What follows belongs to an exercise in optimizing a design on an open flow for a short achievable clock period and few clock cycles; a production flow would make more cautious choices. Only simulation tests tie the RTL to the original design; equivalence was not proved. No activity file was given, so power comes from the tool's default toggle rates.

$ cat flow/flow/run.sh
#!/bin/bash
# The standard layout, with timing repair aimed well below the clock
# period so that the achieved period is as short as the design allows.
# The constraints (constraint.sdc, 13 ns clock) are the standard flow's, unchanged.
set -euo pipefail
bash standard.sh SETUP_SLACK_MARGIN=8.5 finish > standard_flow.log 2>&1
$ cat flow/standard.sh
#!/bin/bash
# synth_recipe.tcl (not shown) runs the flow's synth.tcl, then flattens the netlist and writes it again
# the make line also repeats each setting of config.mk as NAME=value (left out here)
make -C /OpenROAD-flow-scripts/flow DESIGN_CONFIG=/design/flow/config.mk WORK_HOME=/design/flow/orfs CLKGATE_MAP_FILE= SYNTH_SCRIPT=/design/flow/synth_recipe.tcl "${@:-finish}"
$ cat flow/config.mk
export PLATFORM = sky130hd
export DESIGN_NAME = cumin_seq
export DESIGN_NICKNAME = cumin_seq
export VERILOG_FILES = /design/flow/design.v
export SDC_FILE = /design/flow/constraint.sdc
export NUM_CORES = 4
export LEC_CHECK = 0
export ABC_CLOCK_PERIOD_IN_PS = 4000
export CAP_MARGIN = 20
export CORE_MARGIN = 2
export CORE_UTILIZATION = 30
export SLEW_MARGIN = 20
$ cat flow/constraint.sdc
create_clock -name core_clock -period 13.0 [get_ports {clk}]
set_input_delay 2.6000 -clock core_clock [delete_from_list [all_inputs] [get_ports {clk}]]
set_output_delay 2.6000 -clock core_clock [all_outputs]
set_load 0.01 [all_outputs]
$ cat flow/design.v
module cumin_seq (
    input  wire        clk,
    input  wire        rst,
    input  wire        job_valid,
    output wire        job_ready,
    input  wire [7:0]  job_kind,
    input  wire [31:0] job_id,
    input  wire [31:0] job_gen,
    output wire [13:0] cs_addr,
    input  wire [38:0] cs_rdata,
    output wire        tbl_sel,
    output wire [7:0]  tbl_idx,
    input  wire [31:0] tbl_rdata,
    input  wire [31:0] time_us,
    output wire        op_valid,
    input  wire        op_ready,
    output wire [5:0]  op_code,
    output wire [2:0]  op_ce,
    output wire [3:0]  op_dst,
    output wire [31:0] op_arg,
    output wire [17:0] op_imm,
    input  wire [31:0] op_rdata,
    input  wire        req_valid,
    input  wire [1:0]  req_kind,
    output reg         res_valid,
    output reg  [2:0]  res_code,
    output reg  [31:0] res_data,
    output reg         res_committed,
    output reg         cs_corrected
);
    localparam RES_DONE = 3'd0, RES_FAIL = 3'd1, RES_ABANDON = 3'd2,
               RES_HALT = 3'd3, RES_UNCORR = 3'd4;
    localparam BTB_ON = 0;       
    localparam BTB_AW = 6;
    localparam BTB_N  = 1 << BTB_AW;
    integer i;
    function [5:0] pos;
        input integer n;
        integer p, c;
        begin
            pos = 6'd0;
            c = 0;
            for (p = 1; p <= 38; p = p + 1) begin
                if ((p & (p - 1)) != 0) begin
                    if (c == n)
                        pos = p[5:0];
                    c = c + 1;
                end
            end
        end
    endfunction
    reg        active;           
    reg [7:0]  kind_q;           
    reg [31:0] jobid_q, gen_q;
    reg [13:0] cs_addr_q;
    reg [13:0] need, need_p1;    
    reg [13:0] need_p2;          
    reg        need_vec;         
    reg        fv;               
    reg        pv;               
    reg [13:0] ptgt;
    reg [13:0] ptgt1;            
    reg        ir_v, ir_vec, ir_corr;
    reg [31:0] ir;
    reg [13:0] ir_pc;
    reg [13:0] ir_pc1, ir_pc2;   
    reg        unc_f;
    reg [31:0] opS, opD, opA;
    reg [2:0]  opCE;
    reg        tsel_q;
    reg [7:0]  tidx_q;
    reg        x_run;            
    reg        x_vec;            
    reg        x_tks;            
    reg        x_bb;             
    reg        x_end;            
    reg        x_hold;           
    reg        x_bus;            
    reg [13:0] x_tgt;            
    reg        x_pv;             
    reg        ldw_v;            
    reg [3:0]  ldw_a;            
    reg d_movi, d_mov, d_add, d_addi, d_sub, d_and, d_or, d_shl, d_shr, d_cmpi;
    reg d_ld, d_bbs, d_djnz, d_call, d_ret;
    reg d_trn;                   
    reg d_ce, d_statr, d_getf, d_commit, d_yield, d_done, d_failr, d_resv;
    reg [15:0] d_oh;             
    reg d_aluw;                  
    reg d_dw;                    
    reg [3:0] d_wa;              
    reg [31:0] regs [1:10];
    reg [13:0] stack [0:3];
    reg [1:0]  sp;
    reg [13:0] link_q;           
    reg        flag_z, flag_n;
    reg [2:0]  ce_sel;
    reg [1:0]  req_reg;
    reg [1:0]  pend;
    reg        kill;
    reg [2:0]  kill_code;
    reg        committed;
    wire [17:0] e_imm  = ir[17:0];
    wire [31:0] e_immx = {14'd0, e_imm};
    wire bstall = x_bus & ~op_ready;
    wire acc    = x_bus & op_ready;
    wire c_bb   = |(opS[15:0] & d_oh);
    wire c_e    = d_bbs ? c_bb : d_djnz ? (opD != 32'd1) : ~c_bb;
    wire tk_e   = x_tks | (x_bb & c_e) | (x_run & d_yield & (pend != 2'd0));
    wire er_e   = (x_run | x_vec) & (tk_e ^ x_pv);
    wire consume = active & fv & ~x_end & ~er_e & ~x_hold & ~bstall;
    wire take    = ~active & job_valid;
    wire e_we = ((x_run & d_aluw) | (acc & (d_getf | d_statr))) & d_dw;
    wire [3:0] e_wa = d_wa;
    wire [4:0] sh = e_imm[4:0];
    wire [31:0] e_wd =
          ({32{d_movi}} & e_immx)
        | ({32{d_mov}}  & opS)
        | ({32{d_add}}  & (opD + opS))
        | ({32{d_addi}} & (opD + e_immx))
        | ({32{d_sub}}  & (opD - opS))
        | ({32{d_and}}  & (opD & opS))
        | ({32{d_or}}   & (opD | opS))
        | ({32{d_shl}}  & (opD << sh))
        | ({32{d_shr}}  & (opD >> sh))
        | ({32{d_djnz}} & (opD - 32'd1))
        | ({32{d_getf}} & op_rdata)
        | ({32{d_statr}} & {24'd0, op_rdata[7:0]});
    reg        kill_n;
    reg [2:0]  kill_code_n;
    reg [1:0]  pend_n;
    always @* begin
        kill_n      = kill;
        kill_code_n = kill_code;
        pend_n      = pend;
        if (req_valid && active) begin
            case (req_kind)
                2'd1: if (pend == 2'd0) pend_n = 2'd1;
                2'd2: if (committed) pend_n = 2'd2;
                      else begin kill_n = 1'b1; kill_code_n = RES_HALT; end
                2'd3: if (!committed) begin kill_n = 1'b1; kill_code_n = RES_ABANDON; end
                default: ;
            endcase
        end
        if (x_run && d_yield && pend != 2'd0)
            pend_n = 2'd0;
        if (take) begin
            kill_n = 1'b0;
            pend_n = 2'd0;
        end
    end
    wire        z_n    = (x_run & d_cmpi) ? (opD == e_immx) : flag_z;
    wire [1:0]  req_n  = (x_run & d_yield) ? pend : req_reg;
    wire [13:0] link_n = (x_run & d_call) ? ir_pc1 :
                         (x_run & d_ret)  ? stack[sp - 2'd2] : link_q;
    wire [2:0]  ce_n   = (acc & d_ce) ? opS[2:0] : ce_sel;
    wire        act_n  = (active & ~x_end) | take;
    wire        ld_now = x_run & d_ld & d_dw;     
    assign job_ready = ~active;
    assign cs_addr   = cs_addr_q;
    assign op_valid  = x_bus;
    assign op_code   = ir[31:26];
    assign op_dst    = ir[25:22];
    assign op_imm    = ir[17:0];
    assign op_ce     = opCE;
    assign op_arg    = opA;
    assign tbl_sel   = tsel_q;
    assign tbl_idx   = tidx_q;
    wire        take_c = take & fv & (need == {6'd0, job_kind});
    wire        load_r = x_hold;
    wire        load   = consume | load_r | take_c;
    wire [31:0] w_in   = load_r ? ir : cs_rdata[31:0];
    wire        v_in   = load_r ? ir_vec : need_vec;
    reg [5:0] syn_in;
    reg       par_in;
    always @* begin
        syn_in = cs_rdata[37:32];
        for (i = 0; i < 32; i = i + 1)
            syn_in = syn_in ^ (cs_rdata[i] ? pos(i) : 6'd0);
        par_in = ^cs_rdata;
    end
    reg [31:0] fix_in;           
    always @* begin
        fix_in = cs_rdata[31:0];
        for (i = 0; i < 32; i = i + 1)
            if (pos(i) == syn_in)
                fix_in[i] = ~fix_in[i];
    end
    wire err_in = ~load_r & (par_in | (syn_in != 6'd0));
    reg hi_in;
    always @* begin
        hi_in = 1'b0;
        for (i = 18; i < 32; i = i + 1)
            if (pos(i) == syn_in)
                hi_in = 1'b1;
    end
    wire [31:0] fw     = load_r ? ir : fix_in;       
    wire unc_in = ~load_r & (par_in ? (syn_in > 6'd38) : (syn_in != 6'd0));
    wire [5:0] o_in   = w_in[31:26];
    wire [3:0] dst_in = w_in[25:22];
    wire [3:0] src_in = w_in[21:18];
    wire i_movi = o_in == 6'h01, i_mov  = o_in == 6'h02, i_add  = o_in == 6'h03;
    wire i_addi = o_in == 6'h04, i_sub  = o_in == 6'h05, i_and  = o_in == 6'h06;
    wire i_or   = o_in == 6'h07, i_shl  = o_in == 6'h08, i_shr  = o_in == 6'h09;
    wire i_cmpi = o_in == 6'h0A, i_ldd  = o_in == 6'h0B, i_ldq  = o_in == 6'h0C;
    wire i_jmp  = o_in == 6'h0D, i_bz   = o_in == 6'h0E, i_bnz  = o_in == 6'h0F;
    wire i_bbs  = o_in == 6'h10, i_bbc  = o_in == 6'h11, i_djnz = o_in == 6'h12;
    wire i_call = o_in == 6'h13, i_ret  = o_in == 6'h14, i_ce   = o_in == 6'h15;
    wire i_statr = o_in == 6'h1E;
    wire i_getf = o_in == 6'h20 || o_in == 6'h21;
    wire i_row  = o_in == 6'h1E || o_in == 6'h27;
    wire i_commit = o_in == 6'h22, i_yield = o_in == 6'h23;
    wire i_done = o_in == 6'h29, i_failr = o_in == 6'h2A, i_resv = o_in >= 6'h2C;
    wire i_bus  = (o_in >= 6'h15 && o_in <= 6'h21) ||
                  (o_in >= 6'h24 && o_in <= 6'h28) || o_in == 6'h2B;
    wire [3:0] wa_in = i_statr ? 4'd10 : dst_in;
    function [31:0] view;        
        input [3:0] n;
        begin
            case (n)
                4'd0:  view = 32'd0;
                4'd11: view = {30'd0, req_n};
                4'd12: view = {18'd0, link_n};
                4'd13: view = time_us;
                4'd14: view = gen_q;
                4'd15: view = jobid_q;
                default: view = (ldw_v && ldw_a == n) ? tbl_rdata : regs[n];
            endcase
        end
    endfunction
    reg [15:0] ne1;
    integer k;
    always @* begin
        ne1[0] = 1'b1;
        for (k = 1; k <= 10; k = k + 1)
            ne1[k] = regs[k] != 32'd1;
        ne1[11] = req_n != 2'd1;
        ne1[12] = link_n != 14'd1;
        ne1[13] = 1'b1;          
        ne1[14] = gen_q != 32'd1;
        ne1[15] = jobid_q != 32'd1;
    end
    wire fwd_s = e_we && e_wa == src_in;
    wire fwd_d = e_we && e_wa == dst_in;
    wire [31:0] s_in = fwd_s ? e_wd : view(src_in);
    wire [31:0] d_in = fwd_d ? e_wd : view(dst_in);
    wire [31:0] r7_in = (e_we && e_wa == 4'd7) ? e_wd : view(4'd7);
    function [6:0] xdec;
        input [31:0] w;
        input        v, unc, rep, kl, ac, ldn;
        input [3:0]  dwa;
        input        ewe;
        input [3:0]  ewa;
        input        lv;
        input [3:0]  la;
        input        z;
        input [15:0] n1;
        reg   [5:0]  o;
        reg   [3:0]  d, sr;
        reg          rs, rd, row, djnz, st, run, br, bbx, endw, bus;
        begin
            o    = w[31:26];
            d    = w[25:22];
            sr   = w[21:18];
            rs   = o == 6'h02 || o == 6'h03 || (o >= 6'h05 && o <= 6'h07) ||
                   o == 6'h10 || o == 6'h11 || o == 6'h29 || o == 6'h15 ||
                   o == 6'h17 || o == 6'h18 || o == 6'h1F;
            rd   = (o >= 6'h03 && o <= 6'h0A) || o == 6'h12;
            row  = o == 6'h1E || o == 6'h27;
            djnz = o == 6'h12;
            st   = (ac && ((rs && sr == 4'd13) || (rd && d == 4'd13))) ||
                   (ldn && ((rs && sr == dwa) || (rd && d == dwa) || (row && dwa == 4'd7))) ||
                   (djnz && ((ewe && ewa == d) || (lv && la == d)));
            run  = ~unc & ~rep & ~st & ~kl;
            br   = o == 6'h0D || o == 6'h13 || o == 6'h14 || (o == 6'h0E && z) ||
                   (o == 6'h0F && !z) || (djnz && d != 4'd13 && n1[d]);
            bbx  = o == 6'h10 || o == 6'h11 || (djnz && d == 4'd13);
            endw = o == 6'h29 || o == 6'h2A || o >= 6'h2C;
            bus  = (o >= 6'h15 && o <= 6'h21) || (o >= 6'h24 && o <= 6'h28) || o == 6'h2B;
            xdec = {run & ~v, run & v, run & (v | br), run & ~v & bbx,
                    kl | unc | (run & ~v & endw), ~kl & ~unc & (rep | st), run & ~v & bus};
        end
    endfunction
    wire unc_c = par_in ? (syn_in > 6'd38) : (syn_in != 6'd0);
    wire rep_c = par_in & hi_in & ~need_vec;
    wire [6:0] xd_0 = xdec(cs_rdata[31:0], need_vec, 1'b0, 1'b0, 1'b0, acc, ld_now,
                           d_wa, e_we, e_wa, ldw_v, ldw_a, z_n, ne1);
    wire       ok_c = ~unc_c & ~rep_c & ~kill_n;
    wire [6:0] xd_c = {xd_0[6:3] & {4{ok_c}},
                       kill_n | unc_c | (xd_0[2] & ~rep_c),
                       ~kill_n & ~unc_c & (rep_c | xd_0[1]),
                       xd_0[0] & ok_c};
    wire [6:0] xd_r = xdec(ir, ir_vec, 1'b0, 1'b0, kill_n, acc, ld_now,
                           d_wa, e_we, e_wa, ldw_v, ldw_a, z_n, ne1);
    wire [6:0] xd   = load_r ? xd_r : xd_c;
    wire        restart   = ~active | x_end;
    wire [13:0] succ      = pv ? ptgt : need_p1;        
    wire [13:0] succ1     = pv ? ptgt1 : need_p2;
    wire [13:0] kqa       = {6'd0, job_kind};
    wire [13:0] kqa1      = {6'd0, job_kind} + 14'd1;
    wire [13:0] x_tgt1    = x_tgt + 14'd1;
    wire        s_r = restart;
    wire        s_t = ~restart & er_e & tk_e;
    wire        s_p = ~restart & er_e & ~tk_e;
    wire        s_c = ~restart & ~er_e & consume;
    wire [13:0] need_n    = (s_r ? kqa : s_t ? x_tgt : s_p ? ir_pc1 : s_c ? succ : need);
    wire [13:0] need_p1_n = (s_r ? kqa1 : s_t ? x_tgt1 : s_p ? ir_pc2 : s_c ? succ1 : need_p1);
    wire        eq_r = cs_addr_q == kqa;
    wire        eq_t = cs_addr_q == x_tgt;
    wire        eq_p = cs_addr_q == ir_pc1;
    wire        eq_c = pv ? (cs_addr_q == ptgt) : (cs_addr_q == need_p1);
    wire        eq_h = cs_addr_q == need;
    wire        fv_n = s_r ? eq_r : s_t ? eq_t : s_p ? eq_p : s_c ? eq_c : eq_h;
    reg                btb_v   [0:BTB_N-1];
    reg [13-BTB_AW:0]  btb_tag [0:BTB_N-1];
    reg [13:0]         btb_tgt [0:BTB_N-1];
    wire [BTB_AW-1:0]  bix_t = ptgt[BTB_AW-1:0];
    wire [BTB_AW-1:0]  bix_1 = need_p1[BTB_AW-1:0];
    wire [BTB_AW-1:0]  bix_n = need[BTB_AW-1:0];
    wire               hit_t = BTB_ON && btb_v[bix_t] && btb_tag[bix_t] == ptgt[13:BTB_AW];
    wire               hit_1 = BTB_ON && btb_v[bix_1] && btb_tag[bix_1] == need_p1[13:BTB_AW];
    wire               hit_s = pv ? hit_t : hit_1;
    wire [13:0]        bt_s  = pv ? btb_tgt[bix_t] : btb_tgt[bix_1];
    wire               hit_n = BTB_ON && btb_v[bix_n] && btb_tag[bix_n] == need[13:BTB_AW];
    wire               pv_n  = ~restart & ~er_e & (consume ? hit_s : hit_n);
    wire [13:0]        ptgt_n = consume ? bt_s : btb_tgt[bix_n];
    wire [13:0]        seq_r = eq_r ? kqa1 : kqa;
    wire [13:0]        seq_t = eq_t ? x_tgt1 : x_tgt;
    wire [13:0]        seq_p = eq_p ? ir_pc2 : ir_pc1;
    wire [13:0]        seq_c = eq_c ? (hit_s ? bt_s : succ1) : succ;
    wire [13:0]        seq_h = eq_h ? (hit_n ? btb_tgt[bix_n] : need_p1) : need;
    wire [13:0]        seq_n = (s_r ? seq_r : s_t ? seq_t : s_p ? seq_p : s_c ? seq_c : seq_h);
    wire        pv_in     = load_r ? x_pv : pv;
    wire [31:0] cw     = cs_rdata[31:0];
    wire [5:0]  c_o    = cw[31:26];
    wire [3:0]  c_dst  = cw[25:22];
    wire [3:0]  c_src  = cw[21:18];
    wire c_rs  = c_o == 6'h02 || c_o == 6'h03 || (c_o >= 6'h05 && c_o <= 6'h07) ||
                 c_o == 6'h10 || c_o == 6'h11 || c_o == 6'h29 || c_o == 6'h15 ||
                 c_o == 6'h17 || c_o == 6'h18 || c_o == 6'h1F;
    wire c_rd  = (c_o >= 6'h03 && c_o <= 6'h0A) || c_o == 6'h12;
    wire c_row = c_o == 6'h1E || c_o == 6'h27;
    wire c_djnz = c_o == 6'h12;
    wire c_ret = c_o == 6'h14;
    wire c_stale = (acc && ((c_rs && c_src == 4'd13) || (c_rd && c_dst == 4'd13))) ||
                   (ld_now && ((c_rs && c_src == d_wa) || (c_rd && c_dst == d_wa) ||
                               (c_row && d_wa == 4'd7))) ||
                   (c_djnz && ((e_we && e_wa == c_dst) || (ldw_v && ldw_a == c_dst)));
    wire c_tk  = need_vec | c_o == 6'h0D || c_o == 6'h13 || c_ret ||
                 (c_o == 6'h0E && z_n) || (c_o == 6'h0F && !z_n) ||
                 c_o == 6'h10 || c_o == 6'h11 || (c_djnz && ne1[c_dst]);
    wire c_end = ~need_vec & (c_o == 6'h29 || c_o == 6'h2A || c_o >= 6'h2C);
    wire [13:0] c_tgt  = (~need_vec & c_ret) ? link_n : cw[13:0];
    wire [13:0] a_tk   = pv ? seq_n : c_tgt;
    wire [13:0] a_nt   = pv ? need_p1 : seq_n;
    wire [13:0] a_ld   = c_end   ? kqa :
                         c_stale ? need_n :
                         c_tk    ? a_tk : a_nt;
    wire [13:0] cs_addr_n = (kill_n | ~act_n) ? kqa :
                            (consume | take_c) ? a_ld : seq_n;
    integer r;
    always @(posedge clk) begin
        res_valid    <= 1'b0;
        cs_corrected <= 1'b0;
        kill      <= kill_n;
        kill_code <= kill_code_n;
        pend      <= pend_n;
        active    <= act_n;
        need      <= need_n;
        need_p1   <= need_p1_n;
        need_p2   <= need_p1_n + 14'd1;
        fv        <= fv_n;
        pv        <= pv_n;
        ptgt      <= ptgt_n;
        ptgt1     <= ptgt_n + 14'd1;
        if (x_run && d_trn && !bstall) begin
            btb_v[ir_pc[BTB_AW-1:0]]   <= tk_e;
            btb_tag[ir_pc[BTB_AW-1:0]] <= ir_pc[13:BTB_AW];
            btb_tgt[ir_pc[BTB_AW-1:0]] <= x_tgt;
        end
        cs_addr_q <= cs_addr_n;
        if (restart)
            need_vec <= 1'b1;
        else if (er_e)
            need_vec <= 1'b0;
        if (load) begin
            ir     <= fw;
            ir_v   <= 1'b1;
            opS    <= s_in;
            opD    <= d_in;
            opA    <= i_row ? r7_in : s_in;
            opCE   <= i_ce ? s_in[2:0] : ce_n;
            tsel_q <= i_ldq;
            tidx_q <= i_ldq ? fw[7:0] : {5'd0, fw[2:0]};
            d_movi <= i_movi;
            d_mov  <= i_mov;
            d_add  <= i_add;
            d_addi <= i_addi;
            d_sub  <= i_sub;
            d_and  <= i_and;
            d_or   <= i_or;
            d_shl  <= i_shl;
            d_shr  <= i_shr;
            d_cmpi <= i_cmpi;
            d_ld   <= i_ldd | i_ldq;
            d_bbs  <= i_bbs;
            d_djnz <= i_djnz;
            d_call <= i_call;
            d_ret  <= i_ret;
            d_ce   <= i_ce;
            d_statr <= i_statr;
            d_getf <= i_getf;
            d_commit <= i_commit;
            d_yield <= i_yield;
            d_done <= i_done;
            d_failr <= i_failr;
            d_resv <= i_resv;
            d_oh   <= 16'd1 << dst_in;
            d_aluw <= (o_in >= 6'h01 && o_in <= 6'h09) || i_djnz;
            d_wa   <= wa_in;
            d_dw   <= i_statr || (dst_in >= 4'd1 && dst_in <= 4'd10);
            {x_run, x_vec, x_tks, x_bb, x_end, x_hold, x_bus} <= xd;
            x_tgt  <= (~v_in & i_ret) ? link_n : fw[13:0];
            x_pv   <= pv_in;
            d_trn  <= i_jmp | i_call | i_bz | i_bnz | i_bbs | i_bbc | i_djnz;
            if (load_r) begin
                unc_f   <= 1'b0;
            end else begin
                unc_f   <= unc_in;
                ir_corr <= err_in & ~unc_in;
                ir_vec  <= v_in;
                ir_pc   <= need;
                ir_pc1  <= need_p1;
                ir_pc2  <= need_p2;
            end
        end else if (!bstall) begin
            ir_v   <= 1'b0;
            x_run  <= 1'b0;
            x_vec  <= 1'b0;
            x_tks  <= 1'b0;
            x_bb   <= 1'b0;
            x_end  <= kill_n & act_n;
            x_hold <= 1'b0;
            x_bus  <= 1'b0;
        end
        ldw_v <= ld_now;
        ldw_a <= d_wa;
        cs_corrected <= ir_corr & ((x_run & ~bstall) | x_vec);
        if (ldw_v)
            regs[ldw_a] <= tbl_rdata;
        if (e_we)
            regs[e_wa] <= e_wd;
        flag_z  <= z_n;
        req_reg <= req_n;
        link_q  <= link_n;
        ce_sel  <= ce_n;
        if (x_run) begin
            if (d_cmpi)
                flag_n <= (opD < e_immx);
            if (d_call) begin
                stack[sp] <= ir_pc1;
                sp        <= sp + 2'd1;
            end
            if (d_ret)
                sp <= sp - 2'd1;
            if (d_commit)
                committed <= 1'b1;
        end
        if (x_end) begin
            ir_v          <= 1'b0;
            x_run         <= 1'b0;
            x_vec         <= 1'b0;
            x_tks         <= 1'b0;
            x_bb          <= 1'b0;
            x_end         <= 1'b0;
            x_hold        <= 1'b0;
            x_bus         <= 1'b0;
            res_valid     <= 1'b1;
            res_committed <= committed;
            if (kill) begin
                res_code <= kill_code;
                res_data <= 32'd0;
            end else if (unc_f) begin
                res_code <= RES_UNCORR;
                res_data <= ir_vec ? {24'd0, kind_q} : {18'd0, ir_pc};
            end else if (d_resv) begin
                res_code <= RES_UNCORR;
                res_data <= {18'd0, ir_pc};
            end else if (d_done) begin
                res_code <= RES_DONE;
                res_data <= opS;
            end else begin
                res_code <= RES_FAIL;
                res_data <= e_immx;
            end
        end
        if (take) begin
            kind_q    <= job_kind;
            jobid_q   <= job_id;
            gen_q     <= job_gen;
            for (r = 1; r <= 10; r = r + 1)
                regs[r] <= 32'd0;
            for (r = 0; r < 4; r = r + 1)
                stack[r] <= 14'd0;
            sp        <= 2'd0;
            link_q    <= 14'd0;
            flag_z    <= 1'b0;
            flag_n    <= 1'b0;
            ce_sel    <= 3'd0;
            req_reg   <= 2'd0;
            committed <= 1'b0;
            ldw_v     <= 1'b0;
            if (!take_c) begin
                ir_v   <= 1'b0;
                x_end  <= 1'b0;
            end
        end
        if (rst) begin
            active       <= 1'b0;
            ir_v         <= 1'b0;
            x_run        <= 1'b0;
            x_vec        <= 1'b0;
            x_tks        <= 1'b0;
            x_bb         <= 1'b0;
            x_end        <= 1'b0;
            x_hold       <= 1'b0;
            x_bus        <= 1'b0;
            ldw_v        <= 1'b0;
            kill         <= 1'b0;
            fv           <= 1'b0;
            for (r = 0; r < BTB_N; r = r + 1)
                btb_v[r] <= 1'b0;
            res_valid    <= 1'b0;
            cs_corrected <= 1'b0;
        end
    end
endmodule
==> results of run 1 <==
==> kinds of logic (layout without fill, tap and decap cells) <==
kind of cell,Yosys count,after routing,synth area share
adder cells (fa/ha/maj),139,139,0.0259
other,0,31,0
flip-flops,1002,1002,0.372
AND/OR/NAND/NOR,2754,2761,0.183
AO/OA/AOI/OAI,1985,1990,0.188
multiplexers,598,600,0.129
XOR/XNOR,344,344,0.0477
buffers and inverters,907,1339,0.0530
==> layer usage <==
layer	vias up	share of wire
met5	-	0.0017
met4	46	0.080
met3	1684	0.17
met2	6993	0.38
met1	35375	0.36
li1	29155	-
==> power by group through the flow <==
| stage | sequential, W | clock, W | combinational (W) |
|---|---|---|---|
| 6_report | 0.00345 | 0.00348 | 0.00196 |
| 5_1_grt | 0.00344 | 0.00358 | 0.00199 |
| 4_1_cts | 0.00344 | 0.00346 | 0.00159 |
| 3_5_place_dp | 0.00351 | 0 | 0.00117 |
| 3_3_place_gp | 0.00351 | 0 | 0.00117 |
| 2_1_floorplan | 0.00347 | 0 | 0.000754 |
==> layout by cell type, fill, tap and decap left out, drive strengths merged, types with 32 or more instances in the layout <==
cell type      count
nor4             160
mux4             207
nor3             109
nand2b            47
clkinv            50
o21a              32
inv              154
o22ai             55
and2              75
nor2b            100
edfxtp           527
nor2             715
a21o              39
mux2i            212
a31oi             65
buf              628
a21oi            718
a221oi            56
mux2             181
clkbuf           166
a211oi           334
o21ai            315
a222oi            41
clkdlybuf4s50    262
o211ai            52
nand2           1072
a22oi             33
dfxtp            475
nand4             56
xnor2            217
xor2             110
ha               136
nand3            293
==> stage by stage <==
step	instances	power (W)
finish	11198	0.00888
global route	11176	0.00901
CTS	11025	0.00849
detailed placement	10524	0.00468
global placement	10523	0.00467
floorplan	7729	0.00423
==> worst max-delay path, delay by kind of cell <==
family	cells	cell delay [ns]
muxes	2	0.46
and+or+nand+nor	3	0.41
buffers and inverters	6	0.77
AOI/OAI and AO/OA	3	1.39
==> final cells by class <==
type                            count  area, µm²
Inverter                          154        641
Fill cell                       22237     138000
Tap cell                         2992       3740
Sequential cell                  1002      25400
Clock inverter                     72        828
Multi-Input combinational cell   5834      42500
Timing Repair inverter              1       8.76
Clock buffer                      142       3090
Timing Repair Buffer              970      10700
Antenna cell                       31       77.6
==> repair_timing <==
| item | CTS | global route |
|---|---|---|
| gates cloned | 47 | 17 |
| pin swaps | 129 | 162 |
| hold endpoints to repair | 0 | 0 |
| endpoints found under the setup margin | 1276 | 570 |
| buffers inserted | 240 | 124 |
| resized for setup | 667 | 285 |
==> final timing paths <==
path                startpoint           to  slack [ns]
setup reg to reg       opD[26]       opA[0]        8.29
setup / recovery  cs_rdata[21]      opCE[2]        7.91
hold / removal     stack[2][1]  stack[2][1]        0.46
hold reg to reg    stack[2][1]  stack[2][1]        0.46
==> results.json, run 1 <==
{
  "cp_max_fo": 5,
  "clk_latency_ns": 0.83,
  "largest_reg_flops": 512,
  "hold_viol": 0,
  "postCtsHoldBufs": 0,
  "irDropWorstVdd_v": 0.000119,
  "yosys.area.top_type_share": 0.233,
  "synth_flop_cell": "edfxtp_1",
  "ys_warn_count": 1,
  "placed_area_um2": 75100,
  "area_delta_synth_final_pct": 27.8,
  "arrival_ns": 5.65,
  "drc": 0,
  "fin_skew_ns": 0.112,
  "hpwl_um": 254000,
  "cts.sink_count": 1002,
  "fin_crit_sh": 0.392,
  "clkTransAtPathRegs_ns": 0.07,
  "htreeDepth": 3,
  "fin_nets": 8429,
  "required_ns": 13.56,
  "cpPeakStageDelay_ns": 1.11,
  "leakage_nw": 31.8,
  "gp_congestion": 1.03,
  "ys_types": 102,
  "syn_inst": 7729,
  "dr.pass1.iters": 13,
  "wirelength_um": 399000,
  "antenna_found_initial": 51,
  "cp-start-kind": "primary input",
  "async_reset_ff_frac": 0,
  "post-route-min-period_ns": 5.09,
  "intPower_w": 0.00618,
  "report.final.setup_viol": 0,
  "synth_edf_count": 527,
  "drt-initial-drc-count": 14939,
  "drive_above_1_share": 0.218,
  "timing.fmax_mhz": 196,
  "status": "no timing/DRC/antenna violations",
  "yosys.cell_count.top_type": "nand2_1",
  "crit_type": "in -> reg",
  "crit_path_end_kind": "flip-flop",
  "grtUsageTotal": 0.326,
  "portBuffers": 339,
  "met1_usage": 0.413,
  "design_area_um2": 86900,
  "cts_root_buf": "clkbuf_16",
  "dieArea_um2": 231000,
  "seqPwrFrac": 0.388,
  "io_pins": 340,
  "synth.area.top_cells": "edfxtp_1 23%, dfxtp_1 14%, mux4_2 6.9%",
  "pre_cts_ws_ns": 5.61,
  "cts_max_path_buffers": 3,
  "tns_ns": 0,
  "vias": 73253,
  "row_count": 174,
  "grt_pass1_wl_um": 534000,
  "cts_inserted_buffers": 113,
  "synth_commonest_cells": "1070 x nand2_1, 710 x a21oi_1, 708 x nor2_1",
  "seq_area_frac_synth": 0.372,
  "busiest_layer": "met2",
  "top_register": "regs",
  "slew_headroom": 0.0654,
  "worst_pin_slew_ns": 1.40,
  "yosysTopAreaCell": "edfxtp_1",
  "ys_ff_latch": 1002,
  "pwr-share-clk": 0.391,
  "hold_depth": 2,
  "routedWlPerCell_um": 35.6,
  "slew_violations": 0,
  "die_width_um": 480,
  "syn-num-nets": 8082,
  "globalRouteMet2Util": 0.436,
  "first_global_vias": 65666,
  "slowest_stage": "a222oi_1",
  "start_util": 0.302,
  "min_path_type": "reg -> reg",
  "fp.coreArea_um2": 225000,
  "grt_util_met3": 0.162,
  "switching_share": 0.305,
  "syn_area_um2": 68000,
  "crit_chain": "buf_6 -> buf_8 -> mux2i_4 -> buf_12 -> buf_16 -> or2_4 -> nor3_4 -> buf_6 -> buf_6 -> a222oi_1 -> o211ai_1 -> nand3_1 -> o21ai_2 -> mux2_4",
  "die-height_um": 480,
  "p_comb_frac": 0.221,
  "whs_ns": 0.455,
  "grt_max_degree": 89,
  "cellPowerDensity_nw_per_um2": 102,
  "syn_avg_cell_area_um2": 8.80,
  "layout_setup_ws_ns": 7.91,
  "drv_cap": 0,
  "vias_per_cell": 6.54,
  "rsz0062_at_grt": "yes",
  "fin_util": 0.386,
  "power.switching_w": 0.00271,
  "reg2reg_depth": 10,
  "cts_tree": "yes",
  "path_common_cell": "buf_6",
  "grt_overflow_total": 0,
  "ant_nets": 0
}
Testbench counts, summed over its fixed seeds: cycles 84,173.
==> run 2, diff against run 1 <==
--- a/flow/design.v
+++ b/flow/design.v
@@ -30,8 +30,7 @@
 );
     localparam RES_DONE = 3'd0, RES_FAIL = 3'd1, RES_ABANDON = 3'd2,
                RES_HALT = 3'd3, RES_UNCORR = 3'd4;
-    localparam BTB_ON = 0;       
-    localparam BTB_AW = 6;
+    localparam BTB_AW = 5;
     localparam BTB_N  = 1 << BTB_AW;
     integer i;
     function [5:0] pos;
@@ -316,11 +315,11 @@
     wire [BTB_AW-1:0]  bix_t = ptgt[BTB_AW-1:0];
     wire [BTB_AW-1:0]  bix_1 = need_p1[BTB_AW-1:0];
     wire [BTB_AW-1:0]  bix_n = need[BTB_AW-1:0];
-    wire               hit_t = BTB_ON && btb_v[bix_t] && btb_tag[bix_t] == ptgt[13:BTB_AW];
-    wire               hit_1 = BTB_ON && btb_v[bix_1] && btb_tag[bix_1] == need_p1[13:BTB_AW];
+    wire               hit_t = btb_v[bix_t] && btb_tag[bix_t] == ptgt[13:BTB_AW];
+    wire               hit_1 = btb_v[bix_1] && btb_tag[bix_1] == need_p1[13:BTB_AW];
     wire               hit_s = pv ? hit_t : hit_1;
     wire [13:0]        bt_s  = pv ? btb_tgt[bix_t] : btb_tgt[bix_1];
-    wire               hit_n = BTB_ON && btb_v[bix_n] && btb_tag[bix_n] == need[13:BTB_AW];
+    wire               hit_n = btb_v[bix_n] && btb_tag[bix_n] == need[13:BTB_AW];
     wire               pv_n  = ~restart & ~er_e & (consume ? hit_s : hit_n);
     wire [13:0]        ptgt_n = consume ? bt_s : btb_tgt[bix_n];
     wire [13:0]        seq_r = eq_r ? kqa1 : kqa;
==> run 2 against run 1 <==
Still clean on timing, DRC and antenna. Sequential share of layout area is 6.1 points higher. Register-to-register slack hardly changed. Clock power is 72% higher. Hold slack worse by 0.017 ns. Combinational power is 97% higher. Design area is 61% higher. Cell count is 44% higher. Flip-flop and latch count is 813 higher. Area after synthesis is 66% higher. Critical path depth is 4 higher. Sequential power is 85% higher. First-iteration DRC count is 27% higher. Highest routed layer unchanged.
==> results.json, run 2 <==
{
  "status": "no timing/DRC/antenna violations",
  "fin_nets": 11268,
  "yosys.area_share.simple": 0.125,
  "grt_overflow_total": 0,
  "routedWlPerCell_um": 36.1,
  "cp_max_fo": 7,
  "syn_area_um2": 113000,
  "hold_viol": 0,
  "pre_cts_ws_ns": 5.61,
  "start_util": 0.301,
  "cp-start-kind": "flip-flop",
  "grt_pass1_wl_um": 778000,
  "slew_violations": 0,
  "crit_path_start": "opD[22]",
  "dr.pass1.iters": 10,
  "io_pins": 340,
  "synth-xor-area-share": 0.0313,
  "path_buf_inv": 6,
  "ant_nets": 0,
  "drt-initial-drc-count": 19047,
  "vias": 103774,
  "fp.coreArea_um2": 375000,
  "worst_pin_slew_ns": 1.19,
  "drv_cap": 0,
  "crit_path_end_kind": "flip-flop",
  "wl_met1_um": 200000,
  "met3_length_um": 91900,
  "synth_top_family_by_area": "multiplexers",
  "hold_depth": 0,
  "cts_inserted_buffers": 204,
  "fin_crit_sh": 0.361,
  "slew_headroom": 0.195,
  "tns_ns": 0,
  "clkTransAtPathRegs_ns": 0.07,
  "die_width_um": 617,
  "grtUsageTotal": 0.290,
  "async_reset_ff_frac": 0,
  "yosys.cell_count.top_type": "edfxtp_1",
  "synth_flop_cell": "edfxtp_1",
  "slowest_stage": "or4_4",
  "post-route-min-period_ns": 4.70,
  "min_path_type": "reg -> reg",
  "path_depth": 18,
  "reg2reg_depth": 18,
  "required_ns": 13.89,
  "routed-wl-met2_um": 234000,
  "crit_type": "reg -> reg",
  "top_register": "regs",
  "cts_root_buf": "clkbuf_16",
  "yosys.area.top_type_share": 0.340,
  "synth_fa_ha_area_frac": 0.0157,
  "synth_commonest_cells": "1279 x edfxtp_1, 1174 x nand2_1, 862 x nor2_1",
  "grt_max_degree": 135,
  "report.final.setup_viol": 0,
  "gp_congestion": 1.03,
  "p_total_w": 0.0162,
  "cts.sink_count": 1815,
  "rr_startpoint": "opD[22]",
  "ys_warn_count": 1,
  "rsz0062_at_grt": "yes",
  "crit_chain": "buf_12 -> or3_4 -> nor4_4 -> nand4_1 -> buf_6 -> or4_4 -> a311oi_4 -> buf_6 -> buf_12 -> xnor2_4 -> o21ai_4 -> buf_8 -> buf_4 -> o31ai_2 -> nor3b_2 -> a221oi_1 -> a2111oi_1 -> a211o_1",
  "syn_avg_cell_area_um2": 10.8,
  "syn_inst": 10485,
  "clk_latency_ns": 1.02,
  "irDropWorstVdd_v": 0.000118,
  "cpPeakStageDelay_ns": 0.58,
  "timing.fmax_mhz": 213,
  "layout_commonest_cell": "edfxtp_1",
  "wirelength_um": 582000,
  "reg2reg_slack_ns": 8.30,
  "postCtsHoldBufs": 0,
  "top_layer": "met5",
  "area_delta_synth_final_pct": 23.7,
  "die-height_um": 617,
  "yosysTopAreaCell": "edfxtp_1",
  "synth.area.top_cells": "edfxtp_1 34%, mux4_2 15%, dfxtp_1 9.5%",
  "ys_ff_latch": 1815,
  "vias_per_cell": 6.43,
  "drc": 0,
  "final_cell_mix": "1279 x edfxtp_1, 1150 x nand2_1, 767 x nor2_1",
  "fin_skew_ns": 0.121,
  "syn-num-nets": 10839,
  "synth_edf_count": 1279,
  "arrival_ns": 5.59,
  "holdCritStartpoint": "need_p2[8]",
  "cts_max_path_buffers": 4,
  "leakage_nw": 47.9,
  "cp_top_family": "simple AND/OR/NAND/NOR gates",
  "ys_types": 100,
  "antenna_found_initial": 79,
  "hpwl_um": 358000,
  "htreeDepth": 4,
  "synth_compound_area_frac": 0.134,
  "cellPowerDensity_nw_per_um2": 116,
  "layout_setup_ws_ns": 8.30,
  "cts_tree": "yes",
  "largest_reg_flops": 512,
  "seq_area_frac_synth": 0.435,
  "whs_ns": 0.438,
  "portBuffers": 339,
  "drive_above_1_share": 0.261,
  "synthMuxAreaShare": 0.217,
  "row_count": 225,
  "dieArea_um2": 381000,
  "first_global_vias": 94374
}
==> run 2: cell types whose count changed after synthesis, sizes merged, moves of 38 or more <==
cell,delta
edfxtp,+752
mux4,+522
mux2i,+350
nor2,+153
clkbuf,+150
a22oi,+104
nand2,+104
buf,+102
a211oi,+88
xnor2,+74
dfxtp,+61
and3,+60
o22ai,+49
nand3,-38
==> run 2: timing repair <==
action,in CTS,in global routing
cloned,55,25
setup endpoints to repair,2068,539
buffers inserted,299,192
resized for setup,796,482
pin swaps,95,208
==> run 2: final timing paths <==
kind / to
setup / recovery: cs_addr_q[1]
hold reg to reg: ir_pc2[8]
hold / removal: ir_pc2[8]
setup reg to reg: cs_addr_q[1]
==> run 2: logic make-up (layout without fill, tap and decap cells) <==
family,count (synthesis),count (layout)
muxes,1503,1507
buffers and inverters,1178,1764
other,0,53
adders and majority gates,140,140
and+or+nand+nor,3117,3121
DFF,1815,1815
AOI/OAI and AO/OA,2335,2340
xor gates and xnor gates,397,397
==> run 2: power breakdown <==
group	total (W)	leakage (nW)	internal, W	switching [W]
clock	0.00600	3.23	0.00338	0.00262
sequential	0.00637	15.8	0.00623	0.000143
combinational	0.00386	28.9	0.00170	0.00216
total	0.0162	47.9	0.0113	0.00492
==> run 2: final cells by class <==
cell class / count / area (µm²)
Fill cell: 36536 / 235000
Multi-Input combinational cell: 7505 / 63500
Sequential cell: 1815 / 49200
Timing Repair Buffer: 1215 / 13100
Tap cell: 4994 / 6250
Clock buffer: 276 / 5730
Clock inverter: 100 / 948
Inverter: 173 / 718
Antenna cell: 53 / 133
==> run 2: routing by layer <==
layer	GRT usage	vias to the layer above
li1	-	40952
met2	0.406	9244
met1	0.357	51121
met5	0.00278	-
met3	0.116	2397
met4	0.212	60
==> run 2: metrics by stage <==
stage | instances | cell area, µm² | util
2_1_floorplan | 10485 | 114000 | -
3_3_place_gp | 15123 | 123000 | 0.327
3_5_place_dp | 15124 | 123000 | 0.327
4_1_cts | 15854 | 135000 | 0.361
5_1_grt | 16099 | 140000 | 0.372
6_report | 16131 | 140000 | 0.372
Testbench counts of run 2, summed over its fixed seeds: cycles 82,745.
==> run 3, diff against run 2 <==
--- a/flow/design.v
+++ b/flow/design.v
@@ -314,19 +314,17 @@
     reg [13:0]         btb_tgt [0:BTB_N-1];
     wire [BTB_AW-1:0]  bix_t = ptgt[BTB_AW-1:0];
     wire [BTB_AW-1:0]  bix_1 = need_p1[BTB_AW-1:0];
-    wire [BTB_AW-1:0]  bix_n = need[BTB_AW-1:0];
     wire               hit_t = btb_v[bix_t] && btb_tag[bix_t] == ptgt[13:BTB_AW];
     wire               hit_1 = btb_v[bix_1] && btb_tag[bix_1] == need_p1[13:BTB_AW];
     wire               hit_s = pv ? hit_t : hit_1;
     wire [13:0]        bt_s  = pv ? btb_tgt[bix_t] : btb_tgt[bix_1];
-    wire               hit_n = btb_v[bix_n] && btb_tag[bix_n] == need[13:BTB_AW];
-    wire               pv_n  = ~restart & ~er_e & (consume ? hit_s : hit_n);
-    wire [13:0]        ptgt_n = consume ? bt_s : btb_tgt[bix_n];
+    wire               pv_n  = ~restart & ~er_e & (consume ? hit_s : pv);
+    wire [13:0]        ptgt_n = consume ? bt_s : ptgt;
     wire [13:0]        seq_r = eq_r ? kqa1 : kqa;
     wire [13:0]        seq_t = eq_t ? x_tgt1 : x_tgt;
     wire [13:0]        seq_p = eq_p ? ir_pc2 : ir_pc1;
     wire [13:0]        seq_c = eq_c ? (hit_s ? bt_s : succ1) : succ;
-    wire [13:0]        seq_h = eq_h ? (hit_n ? btb_tgt[bix_n] : need_p1) : need;
+    wire [13:0]        seq_h = eq_h ? succ : need;
     wire [13:0]        seq_n = (s_r ? seq_r : s_t ? seq_t : s_p ? seq_p : s_c ? seq_c : seq_h);
     wire        pv_in     = load_r ? x_pv : pv;
     wire [31:0] cw     = cs_rdata[31:0];
==> run 3 against run 2 <==
Total power up 3.8%. Sequential share of layout area grew 2.3 points. Area after synthesis is 5.0% lower. Critical path depth is 6 lower. Wire length decreased by 9.2%. Critical path type unchanged. Highest routed layer unchanged. Flip-flop and latch count unchanged. Worst setup slack got worse by 0.18 ns. Hold slack lost 0.040 ns. Utilization shrank 0.37 points. Register-to-register slack got worse by 0.18 ns.
==> results.json, run 3 <==
{
  "yosys.cell_count.top_type": "nand2_1",
  "ys_warn_count": 1,
  "seq_area_frac_synth": 0.458,
  "dieArea_um2": 362000,
  "synth_flop_cell": "edfxtp_1",
  "cts_tree": "yes",
  "gp_congestion": 1.01,
  "rr_startpoint": "regs[10][16]",
  "synth-xor-area-share": 0.0318,
  "synthMuxAreaShare": 0.162,
  "fin_skew_ns": 0.123,
  "worst_hold_path.endpoint": "ir_pc2[6]",
  "syn_inst": 10419,
  "drv_cap": 0,
  "slew_violations": 0,
  "fin_nets": 11035,
  "min_path_type": "reg -> reg",
  "reg2reg_depth": 12,
  "hold_depth": 0,
  "synth.area.top_cells": "edfxtp_1 36%, mux4_2 10%, dfxtp_1 10%",
  "dr.pass1.iters": 29,
  "ant_nets": 0,
  "hpwl_um": 339000,
  "grtUsageTotal": 0.277,
  "area_delta_synth_final_pct": 22.3,
  "cts_root_buf": "clkbuf_16",
  "syn_area_um2": 107000,
  "timing.fmax_mhz": 205,
  "fp.coreArea_um2": 356000,
  "die-height_um": 602,
  "rsz0062_at_grt": "yes",
  "start_util": 0.301,
  "top_register": "regs",
  "synth_fa_ha_area_frac": 0.0166,
  "leakage_nw": 44.6,
  "tns_ns": 0,
  "crit_path_end_kind": "flip-flop",
  "largest_reg_flops": 512,
  "row_count": 219,
  "fin_util": 0.369,
  "drive_above_1_share": 0.218,
  "cts_max_path_buffers": 4,
  "drt-initial-drc-count": 17218,
  "r2r_end": "cs_addr_q[0]",
  "first_global_vias": 88661,
  "grt_max_degree": 94,
  "htreeDepth": 4,
  "cts_inserted_buffers": 200,
  "routedWlPerCell_um": 33.8,
  "reg2reg_slack_ns": 8.13,
  "seq_area_um2": 49200,
  "report.final.setup_viol": 0,
  "grt_pass1_wl_um": 717000,
  "slew_headroom": 0.0932,
  "synth_compound_area_frac": 0.140,
  "cts.sink_count": 1815,
  "drc": 0,
  "synth_edf_count": 1279,
  "yosysTopAreaCell": "edfxtp_1",
  "cp-start-kind": "flip-flop",
  "crit_type": "reg -> reg",
  "layout_commonest_cell": "nand2_1",
  "async_reset_ff_frac": 0,
  "required_ns": 13.84,
  "multi_input_area_um2": 56900,
  "yosys.area_share.simple": 0.148,
  "die_width_um": 602,
  "clkTransAtPathRegs_ns": 0.07,
  "vias_per_cell": 6.22,
  "final_cell_mix": "1508 x nand2_1, 1279 x edfxtp_1, 742 x nor2_1",
  "cp_max_fo": 9,
  "cellPowerDensity_nw_per_um2": 129,
  "status": "no timing/DRC/antenna violations",
  "ys_ff_latch": 1815,
  "irDropWorstVdd_v": 0.000196,
  "ys_types": 92,
  "grt_overflow_total": 0,
  "yosys.area.top_type_share": 0.358,
  "worst_pin_slew_ns": 1.35,
  "io_pins": 340,
  "arrival_ns": 5.71,
  "portBuffers": 339,
  "synth_commonest_cells": "1529 x nand2_1, 1279 x edfxtp_1, 819 x clkbuf_1",
  "clk_latency_ns": 0.98,
  "syn_avg_cell_area_um2": 10.3,
  "holdCritStartpoint": "need_p2[6]",
  "antenna_found_initial": 80,
  "fillCellCount": 35002,
  "syn-num-nets": 10773,
  "synth_top_family_by_area": "multiplexers",
  "vias": 97261,
  "post-route-min-period_ns": 4.87,
  "wirelength_um": 528000,
  "fin_crit_sh": 0.375,
  "hold_viol": 0
}
[run 3: how the worst max path moves through the flow]
stage	from	end	slack (ns)	cells past startpoint
after floorplan	job_kind[4]	x_bus	7.81	10
after global placement	cs_rdata[21]	opA[3]	5.95	13
after detailed placement	cs_rdata[21]	opA[3]	5.84	13
after CTS	job_valid	cs_addr_q[1]	8.37	13
after global routing	cs_rdata[16]	x_tgt[8]	8.33	11
final	regs[10][16]	cs_addr_q[0]	8.13	12
[run 3: power breakdown]
group	switching [W]	internal [W]
sequential	0.000179	0.00627
combinational	0.00236	0.00199
clock	0.00260	0.00344
[run 3: critical path, cell delays in order, from the launching register on]
cell	delay, ns
dfxtp_1	0.38
nor4_1	1.14
nand4_1	0.86
nor2_1	0.52
mux4_2	0.33
o221ai_2	0.15
a31o_4	0.30
buf_4	0.21
or2_4	0.31
o221ai_2	0.09
a21oi_2	0.05
o31ai_1	0.27
o2111ai_1	0.17
[run 3: cells by family (layout without fill, tap and decap cells)]
kind of cell | Yosys count | in the layout
xor+xnor | 373 | 374
other cells | 0 | 33
simple gates | 3540 | 3542
fa+ha+maj | 140 | 140
flops | 1815 | 1815
mux | 1104 | 1106
buf+inv | 1186 | 1608
compound gates | 2261 | 2265
[run 3: timing repair]
item,4_1_cts,5_1_grt
setup buffers,192,132
gates resized for setup,770,273
pin swaps,70,85
setup endpoints to repair,1871,516
hold buffers,0,0
gates cloned,36,19
[run 3: layer usage]
| layer | vias up | share of wire | track usage | routed length (µm) |
|---|---|---|---|---|
| li1 | 39726 | - | - | - |
| met1 | 47646 | 0.36 | 0.343 | 188000 |
| met2 | 7870 | 0.41 | 0.399 | 218000 |
| met3 | 1961 | 0.13 | 0.0850 | 70600 |
| met4 | 58 | 0.098 | 0.219 | 52100 |
| met5 | - | 0.00068 | 0 | 357 |
[run 3: area by class of cell]
type / instances / share of cell area
inverter: 184 / 0.00599
timing repair buffer: 1052 / 0.0868
clock inverter: 112 / 0.00964
timing repair inverter: 1 / 0.0000668
multi-input combinational: 7427 / 0.434
sequential: 1815 / 0.375
antenna: 33 / 0.000630
clock buffer: 259 / 0.0419
tap: 4751 / 0.0454
[run 3: stage by stage]
stage / instance area (µm²) / total power [W] / instances / setup WS [ns] / hold slack (ns)
6_report: 131000 / 0.0168 / 15634 / 8.13 / 0.398
3_5_place_dp: 117000 / 0.0100 / 14843 / 5.84 / 0.422
3_3_place_gp: 117000 / 0.0100 / 14841 / 5.95 / 0.417
4_1_cts: 128000 / 0.0165 / 15442 / 8.37 / 0.400
5_1_grt: 131000 / 0.0172 / 15622 / 8.33 / 0.426
2_1_floorplan: 109000 / 0.00897 / 10419 / 7.81 / 0.346
Testbench counts of run 3, summed over its fixed seeds: cycles 82,751.

==> what the ideal ports hide <==
Ports are ideal in the flow. The routed layouts listed here were re-timed in OpenROAD.
Step 1, drivers: a clkbuf_16 drives clk and a buf_2 each remaining input, both assumed.
Step 2 times the ports against the registers' clock, not the clock port: input delays grow and output delays shrink by t, the midpoint of the rising clock arrivals with the driver on.
Three values: ideal, step 1, step 2; two values: the first two.
run | t (ns) | slack for setup (ns) | hold WS [ns] | worst slew at a driven data input, ns
run 1 | 0.858 | 7.910 / 7.927 / 7.069 | 0.455 / 0.455 / 0.455 | 0.22
run 2 | 1.077 | 8.303 / 8.234 / 7.234 | 0.438 / 0.438 / 0.438 | 0.27
run 3 | 1.016 | 8.128 / 8.060 / 7.044 | 0.398 / 0.398 / 0.398 | 0.38
After both steps setup and hold are still met in every run listed. For run 3, which loses most, drivers alone change the setup slack by -0.068 ns; drivers and shift together by -1.084 ns.
